Source: an optimization exercise on an open RTL-to-GDS flow (aim: small area, a short achievable clock period and few clock cycles per item). Production flows keep margins and buffers that such runs may drop. In this exercise RTL edits were held to simulation tests only and were not proved equivalent to the original. Power figures rest on the tool's default switching activity, not on a simulated workload.

===== design/flow/config.mk =====
export PLATFORM = sky130hd
export DESIGN_NAME = kf_tss_check
export DESIGN_NICKNAME = kf_tss_check
export VERILOG_FILES = /design/flow/design.v
export SDC_FILE = /design/flow/constraint.sdc
export NUM_CORES = 4
export LEC_CHECK = 0
export CAP_MARGIN = 20
export CORE_MARGIN = 2
export CORE_UTILIZATION = 40
export PLACE_DENSITY = 0.6
export SLEW_MARGIN = 20

===== design/flow/design.v =====
module kf_tss_check (
    input  wire         clk,
    input  wire         rst,
    input  wire         in_valid,
    output wire         in_ready,
    input  wire         in_seq_stopped,
    input  wire         in_pin_owned,
    input  wire [31:0]  in_period,
    input  wire [319:0] in_entry,
    output wire         out_valid,
    output wire [15:0]  out_status,
    output wire [3:0]   out_field
);
    localparam integer H = 16;    
    assign in_ready = 1'b1;
    wire [31:0] off  [0:7];
    wire [15:0] slot [0:3];
    genvar g;
    generate
        for (g = 0; g < 8; g = g + 1) begin : g_off
            assign off[g] = in_entry[32*g +: 32];
        end
        for (g = 0; g < 4; g = g + 1) begin : g_slot
            assign slot[g] = in_entry[256 + 16*g +: 16];
        end
    endgenerate
    integer i, k;
    function [1:0] gp(input [32:0] U, input [32:0] V, input integer lo, input integer hi);
        reg [32:0] G, P;
        integer s, j;
        begin
            G = U & V;
            P = U | V;
            for (s = 1; s < hi - lo; s = s * 2)
                for (j = lo; j + s < hi; j = j + 2 * s) begin
                    G[j] = G[j+s] | (P[j+s] & G[j]);
                    P[j] = P[j+s] & P[j];
                end
            gp = {G[lo], P[lo]};
        end
    endfunction
    function [2:0] ge_parts(input [31:0] a, input [31:0] b);
        reg [32:0] U, V;
        reg [1:0] lo, hi;
        begin
            U = {1'b0, a};
            V = {1'b0, ~b};
            U[0] = a[0] | ~b[0];
            V[0] = a[0] | ~b[0];
            lo = gp(U, V, 0, H);
            hi = gp(U, V, H, 32);
            ge_parts = {hi, lo[1]};
        end
    endfunction
    function [2:0] far_parts(input [31:0] a, input [31:0] b, input integer m);
        reg [32:0] S, V;
        reg [1:0] lo, hi;
        integer j;
        begin
            for (j = 0; j < 33; j = j + 1) begin
                if (j == 32) S[j] = 1'b0;
                else if (j < m) S[j] = ~(a[j] ^ b[j]);
                else S[j] = a[j] ^ b[j];
                if (j == 0) V[j] = 1'b1;
                else if (j - 1 < m) V[j] = a[j-1] & ~b[j-1];
                else V[j] = a[j-1] | ~b[j-1];
            end
            lo = gp(S, V, 0, H);
            hi = gp(S, V, H, 33);
            far_parts = {hi, lo[1]};
        end
    endfunction
    function done3(input [2:0] x);
        done3 = x[2] | (x[1] & x[0]);
    endfunction
    reg [1:0] pre;
    always @(*) begin
        if (!in_seq_stopped)         pre = 2'd1;
        else if (!in_pin_owned)      pre = 2'd2;
        else if (in_period == 32'd0) pre = 2'd3;
        else                         pre = 2'd0;
    end
    reg [3:0] slot_bad;
    always @(*) begin
        for (i = 0; i < 4; i = i + 1) begin
            slot_bad[i] = 1'b0;
            for (k = 0; k < 6; k = k + 1)
                if (slot[i][2*k +: 2] == 2'b11)
                    slot_bad[i] = 1'b1;
            if (slot[i][15:14] == 2'b11)
                slot_bad[i] = 1'b1;
            if (slot[i][13:12] == 2'b00 && slot[i][15:14] != 2'b00)
                slot_bad[i] = 1'b1;
        end
    end
    reg [5:0] fire [0:3];
    reg [7:0] used;
    reg       en2;
    always @(*) begin
        for (i = 0; i < 4; i = i + 1)
            for (k = 0; k < 6; k = k + 1)
                fire[i][k] = slot[i][2*k +: 2] != 2'b00;
        for (k = 0; k < 6; k = k + 1)
            used[k] = fire[0][k] | fire[1][k] | fire[2][k] | fire[3][k];
        used[6] = 1'b1;
        used[7] = 1'b0;
        for (i = 0; i < 4; i = i + 1)
            if (slot[i][15:14] == 2'b01 || slot[i][15:14] == 2'b10)
                used[7] = 1'b1;
        en2 = 1'b0;
        for (i = 0; i < 4; i = i + 1)
            if (fire[i][4] & fire[i][5])
                en2 = 1'b1;
    end
    reg [2:0] ge_p [0:7];     
    reg [2:0] far_p [0:7];    
    always @(*) begin
        for (k = 0; k < 8; k = k + 1)
            ge_p[k] = ge_parts(off[k], in_period);
        far_p[0] = far_parts(off[1], off[0], 10);
        far_p[1] = far_parts(off[2], off[0], 10);
        far_p[2] = far_parts(off[2], off[1], 10);
        far_p[3] = far_parts(off[3], off[0], 10);
        far_p[4] = far_parts(off[3], off[1], 10);
        far_p[5] = far_parts(off[3], off[2], 10);
        far_p[6] = far_parts(off[5], off[4], 11);
        far_p[7] = far_parts(off[7], off[6], 10);
    end
    reg        s_valid;
    reg [1:0]  s_pre;
    reg [3:0]  s_bad;
    reg [7:0]  s_used;
    reg [3:0]  s_fire [0:3];
    reg        s_en2;
    reg [2:0]  s_ge  [0:7];
    reg [2:0]  s_far [0:7];
    always @(posedge clk) begin
        s_valid <= in_valid & ~rst;
        s_pre   <= pre;
        s_bad   <= slot_bad;
        s_used  <= used;
        for (i = 0; i < 4; i = i + 1)
            s_fire[i] <= fire[i][3:0];
        s_en2   <= en2;
        for (k = 0; k < 8; k = k + 1) begin
            s_ge[k]  <= ge_p[k];
            s_far[k] <= far_p[k];
        end
    end
    localparam [15:0] ST_OK                 = 16'h0000;
    localparam [15:0] ST_SLOT_CODE          = 16'h0106;
    localparam [15:0] ST_EDGE_BEYOND_PERIOD = 16'h0107;
    localparam [15:0] ST_EDGE_SPACING       = 16'h0108;
    localparam [15:0] ST_STROBE_ORDER       = 16'h0109;
    localparam [15:0] ST_SEQ_STATE          = 16'h0200;
    localparam [15:0] ST_PIN_UNASSIGNED     = 16'h0201;
    localparam [15:0] ST_PERIOD_EMPTY       = 16'h0202;
    localparam [3:0]  F_NONE                = 4'd15;
    reg       c5_fail;
    reg [1:0] c5_slot;
    always @(*) begin
        c5_fail = 1'b0;
        c5_slot = 2'd0;
        for (i = 3; i >= 0; i = i - 1)
            if (s_bad[i]) begin
                c5_fail = 1'b1;
                c5_slot = i[1:0];
            end
    end
    reg       c6_fail;
    reg [2:0] c6_off;
    always @(*) begin
        c6_fail = 1'b0;
        c6_off  = 3'd0;
        for (k = 7; k >= 0; k = k - 1)
            if (s_used[k] && done3(s_ge[k])) begin
                c6_fail = 1'b1;
                c6_off  = k[2:0];
            end
    end
    wire near10 = !done3(s_far[0]);
    wire near20 = !done3(s_far[1]);
    wire near21 = !done3(s_far[2]);
    wire near30 = !done3(s_far[3]);
    wire near31 = !done3(s_far[4]);
    wire near32 = !done3(s_far[5]);
    wire near54 = !done3(s_far[6]);
    wire near76 = !done3(s_far[7]);
    reg [2:0] c7v [0:3];
    always @(*) begin
        for (i = 0; i < 4; i = i + 1) begin
            c7v[i][0] = s_fire[i][1] & s_fire[i][0] & near10;
            c7v[i][1] = s_fire[i][2] & (s_fire[i][1] ? near21 : s_fire[i][0] & near20);
            c7v[i][2] = s_fire[i][3] & (s_fire[i][2] ? near32 :
                                        s_fire[i][1] ? near31 : s_fire[i][0] & near30);
        end
    end
    reg       c7_fail;
    reg [1:0] c7_off;
    always @(*) begin
        c7_fail = 1'b0;
        c7_off  = 2'd0;
        for (i = 3; i >= 0; i = i - 1)
            if (c7v[i] != 3'd0) begin
                c7_fail = 1'b1;
                c7_off  = c7v[i][0] ? 2'd1 : c7v[i][1] ? 2'd2 : 2'd3;
            end
    end
    wire c8_fail = s_en2 & near54;
    wire c9_fail = s_used[7] & near76;
    reg [15:0] status;
    reg [3:0]  field;
    always @(*) begin
        if (s_pre == 2'd1) begin
            status = ST_SEQ_STATE;          field = F_NONE;
        end else if (s_pre == 2'd2) begin
            status = ST_PIN_UNASSIGNED;     field = F_NONE;
        end else if (s_pre == 2'd3) begin
            status = ST_PERIOD_EMPTY;       field = F_NONE;
        end else if (c5_fail) begin
            status = ST_SLOT_CODE;          field = {2'b10, c5_slot};
        end else if (c6_fail) begin
            status = ST_EDGE_BEYOND_PERIOD; field = {1'b0, c6_off};
        end else if (c7_fail) begin
            status = ST_EDGE_SPACING;       field = {2'b00, c7_off};
        end else if (c8_fail) begin
            status = ST_EDGE_SPACING;       field = 4'd5;
        end else if (c9_fail) begin
            status = ST_STROBE_ORDER;       field = 4'd7;
        end else begin
            status = ST_OK;                 field = F_NONE;
        end
    end
    reg       o_valid;
    reg [5:0] o_status;    
    reg [3:0] o_field;
    always @(posedge clk) begin
        o_valid  <= s_valid & ~rst;
        o_status <= {status[9:8], status[3:0]};
        o_field  <= field;
    end
    assign out_valid  = o_valid;
    assign out_status = {6'd0, o_status[5:4], 4'd0, o_status[3:0]};
    assign out_field  = o_field;
endmodule

===== design/flow/constraint.sdc =====
create_clock -name core_clock -period 7.0 [get_ports {clk}]
set_input_delay 1.4000 -clock core_clock [delete_from_list [all_inputs] [get_ports {clk}]]
set_output_delay 1.4000 -clock core_clock [all_outputs]
set_load 0.01 [all_outputs]

===== design/flow/run.sh =====
#!/bin/bash
# synth_recipe.tcl (not shown) runs the flow's synth.tcl, then flattens the netlist and writes it again
# the make line also repeats each setting of config.mk as NAME=value (left out here)
make -C /OpenROAD-flow-scripts/flow DESIGN_CONFIG=/design/flow/config.mk WORK_HOME=/design/flow/orfs CLKGATE_MAP_FILE= SYNTH_SCRIPT=/design/flow/synth_recipe.tcl finish

==> impl_metrics.yaml <==
routing:
  via_count: 15600
  dr.pass1.iters: 8
  routed_wl_um: 58100
  drtAntennaViolNets: 0
  drt-initial-drc-count: 1303
  vias_per_cell: 6.11
  drc_errors: 0
  wl_per_cell_um: 22.8
final_layout:
  n_antenna_cell: 0
  area_growth_pct: 31.4
  utilization: 0.529
  drive_gt1_frac: 0.0463
  fillers: 3318
  multi_input_area_um2: 10900
  nets: 2718
  regArea_um2: 1800
floorplanning:
  core_um2: 34300
  die_area_um2: 36000
  die_y_um: 190
  die_width_um: 190
  start_util: 0.403
  ioPinCount: 379
  row_count: 68
cts:
  cts.repair.resized: 0
  clock_sinks: 90
  max-clock-path-buffers: 2
  cts_setup_buffers: 0
  clk_latency_ns: 0.36
  clockRootBuffer: "clkbuf_16"
  numCtsBuffers: 9
  cts_tree: "built"
  holdBufCountCts: 0
  path_clk_slew_ns: 0.07
  h-tree-depth: 3
global_routing:
  grt_max_degree: 19
  grt-ovfl-total: 0
  grt_pass1_wl_um: 86800
  grt_pass1_vias: 15000
  grtUsageTotal: 0.311
  grt_antenna_before_repair: 5
setup_path:
  end_kind: "flip-flop"
  required_ns: 7.24
  ff2ff_setup_slack_ns: 4.46
  arrival_ns: 4.74
  critical_path_class: "in -> reg"
  ff2ff_path_depth: 9
  reg2reg_to: "o_field[1]$_SDFF_PP1_"
  r2r-start: "s_far[5][0]$_DFF_P_"
  crit_fanout: 11
  startpoint_type: "primary input"
synthesis:
  ys.flop_type: "dfxtp_1"
  synth_top_area_share: 0.243
  yosysWarningCount: 8
  ys_ff_latch: 90
  netlist_instances: 1753
  synth_area_leaders: "ha_1 (24%), dfxtp_1 (13%), maj3_1 (6.5%)"
  synth-edff-count: 0
  synth_commonest_cells: "ha_1 (268), inv_1 (221), nor2_1 (95), o21ai_0 (94), o22ai_1 (94)"
  async_reset_ff_frac: 0
  netlist_area_um2: 13800
  post-synth-top-count-cell: "ha_1"
  synth_area_per_cell_um2: 7.87
  synth_seq_area_share: 0.131
  yosys.area.top_type: "ha_1"
  synthDistinctLibCells: 65
sta:
  fin_skew_ns: 0.00722
  rsz0062_at_grt: "false"
  max_freq_mhz: 222
  final_hold_viol_count: 0
  period_share: 0.642
  slew_headroom: 0.393
  finalSetupViolations: 0
  tightest_slew_ns: 0.887
  finalMaxSlewViolations: 0
  timing.final.crit_period_ns: 4.50
  setup-tns-final_ns: 0
place:
  hpwl_um: 49900
  gp_congestion: 0.934
  io_buffers: 367
pwr:
  clkPwrFrac: 0.227
  p_sw_frac: 0.381
  ir_drop_mv: 0.127
  power_density_nw_per_um2: 125
  total_leakage_power_uw: 0.00780
  seqPwrFrac: 0.256
  p_switching_uw: 862
  p_int_uw: 1400
  p_comb_frac: 0.518
hold_path:
  hold_class: "reg -> reg"
  hp-start: "s_valid$_DFF_P_"
  hold_path_depth: 1
  hold-path-endpoint: "o_valid$_DFF_P_"
outcome:
  outcome: "finished clean"
run:
  max_cap_viol_count: 0
==> cell families (layout without fill, tap and decap cells) <==
group	Yosys count	in the layout	share of synthesized area
AOI/OAI and AO/OA	585	585	0.302
DFF	90	90	0.131
other	2	11	0.000544
and+or+nand+nor	398	398	0.142
buffers and inverters	274	609	0.0795
adders and majority gates	404	404	0.346
==> area by class of cell <==
cell class,count,share of cell area
clock inverters,5,0.00352
flip-flops and latches,90,0.0993
clock buffers,10,0.0132
multi-input cells,1398,0.603
well taps,455,0.0314
repair buffers,368,0.203
inverters,226,0.0469
==> power by group through the flow <==
| stage | clock (uW) | combinational, uW | sequential [uW] |
|---|---|---|---|
| after detailed placement | 0 | 1150 | 589 |
| after global placement | 0 | 1130 | 589 |
| after global routing | 541 | 1280 | 581 |
| after floorplan | 0 | 665 | 580 |
| after CTS | 524 | 1160 | 578 |
| final | 513 | 1170 | 578 |
==> through the flow <==
stage	hold slack, ns	std cells	setup slack (ns)	power [uW]	area, um^2
after global placement	0.421	2537	2.19	1720	17800
after CTS	0.445	2552	2.55	2260	18100
final	0.439	2552	2.50	2260	18100
after detailed placement	0.428	2537	2.17	1740	17800
after floorplan	0.414	1762	2.97	1250	13800
after global routing	0.458	2552	2.42	2410	18100
==> layer usage <==
layer	GRT usage	up-vias	share of wire
met2	0.542	689	0.47
met3	0.0515	107	0.075
met4	0.0960	8	0.028
met1	0.391	7287	0.42
met5	0	-	0.00098
li1	-	7498	-
==> worst max path at each step <==
stage,endpoint,start,cells past startpoint
after floorplan,s_ge[0][2]$_DFF_P_,in_period[25],11
after global placement,s_ge[6][2]$_DFF_P_,in_period[25],10
after detailed placement,s_ge[6][2]$_DFF_P_,in_period[25],10
after CTS,s_ge[6][2]$_DFF_P_,in_period[25],10
after global routing,s_ge[6][2]$_DFF_P_,in_period[25],10
final,s_ge[6][2]$_DFF_P_,in_period[25],10
==> placed cells by master, fill, tap and decap left out, types with 6 or more instances in the layout <==
master / count
nor2b_1: 28
a22oi_1: 73
o22ai_1: 94
a22o_1: 7
and2_1: 12
o221ai_1: 33
nand3_1: 38
ha_1: 268
a222oi_1: 50
nand4_1: 7
dfxtp_1: 90
o211a_1: 6
o21a_1: 6
conb_1: 11
o2111ai_1: 9
o21ai_0: 94
maj3_2: 47
clkbuf_16: 9
nor3_1: 26
a21oi_1: 72
nand2_1: 90
a221oi_1: 31
nand2b_1: 26
or4_1: 6
o31ai_1: 22
maj3_1: 89
or3_1: 8
or2_2: 26
a2111oi_0: 10
clkdlybuf4s50_1: 367
a31oi_1: 10
nor4_1: 34
inv_1: 221
o211ai_1: 10
nor2_1: 95
==> registers in the layout (all words and copies together) (netlist names) <==
| signal | cells |
|---|---|
| s_used | 7 |
| s_fire | 16 |
| o_field | 4 |
| s_pre | 2 |
| s_bad | 4 |
| o_status | 6 |
| s_en2 | 1 |
| s_far | 24 |
| o_valid | 1 |
| s_ge | 24 |
| s_valid | 1 |
==> critical path, stage by stage <==
cell,delay (ns)
clkdlybuf4s50_1,0.76
inv_4,0.16
maj3_2,0.35
maj3_2,0.31
maj3_2,0.32
maj3_1,0.36
maj3_2,0.32
maj3_2,0.32
maj3_2,0.30
o21bai_1,0.14
Testbench counts, summed over its fixed seeds: cycles 24,016, items 24,000.

## re-timing with driven ports
Ports are ideal in the flow. The routed layout listed here was re-timed in OpenROAD. Step 1 (the two cells are an assumption about what drives the block):
set clk [get_ports {clk}]
set_driving_cell -lib_cell sky130_fd_sc_hd__clkbuf_16 $clk
set_driving_cell -lib_cell sky130_fd_sc_hd__buf_2 [delete_from_list [all_inputs] $clk]
Step 2 also shifts input and output timing later by t, the mid clock arrival at the registers, as if the neighbouring blocks saw the same clock. Slacks: no drivers / after step 1 / after step 2; pairs: no drivers / after step 1.
t (ns): 0.400
setup slack, ns: 2.503 / 2.514 / 2.114
worst setup path after step 2: input to register
latest minus earliest clock arrival (ns): 0.012 / 0.012
After both steps setup and hold are still met in this run. The setup slack of this run moves by +0.011 ns with the drivers and by -0.389 ns with both steps.
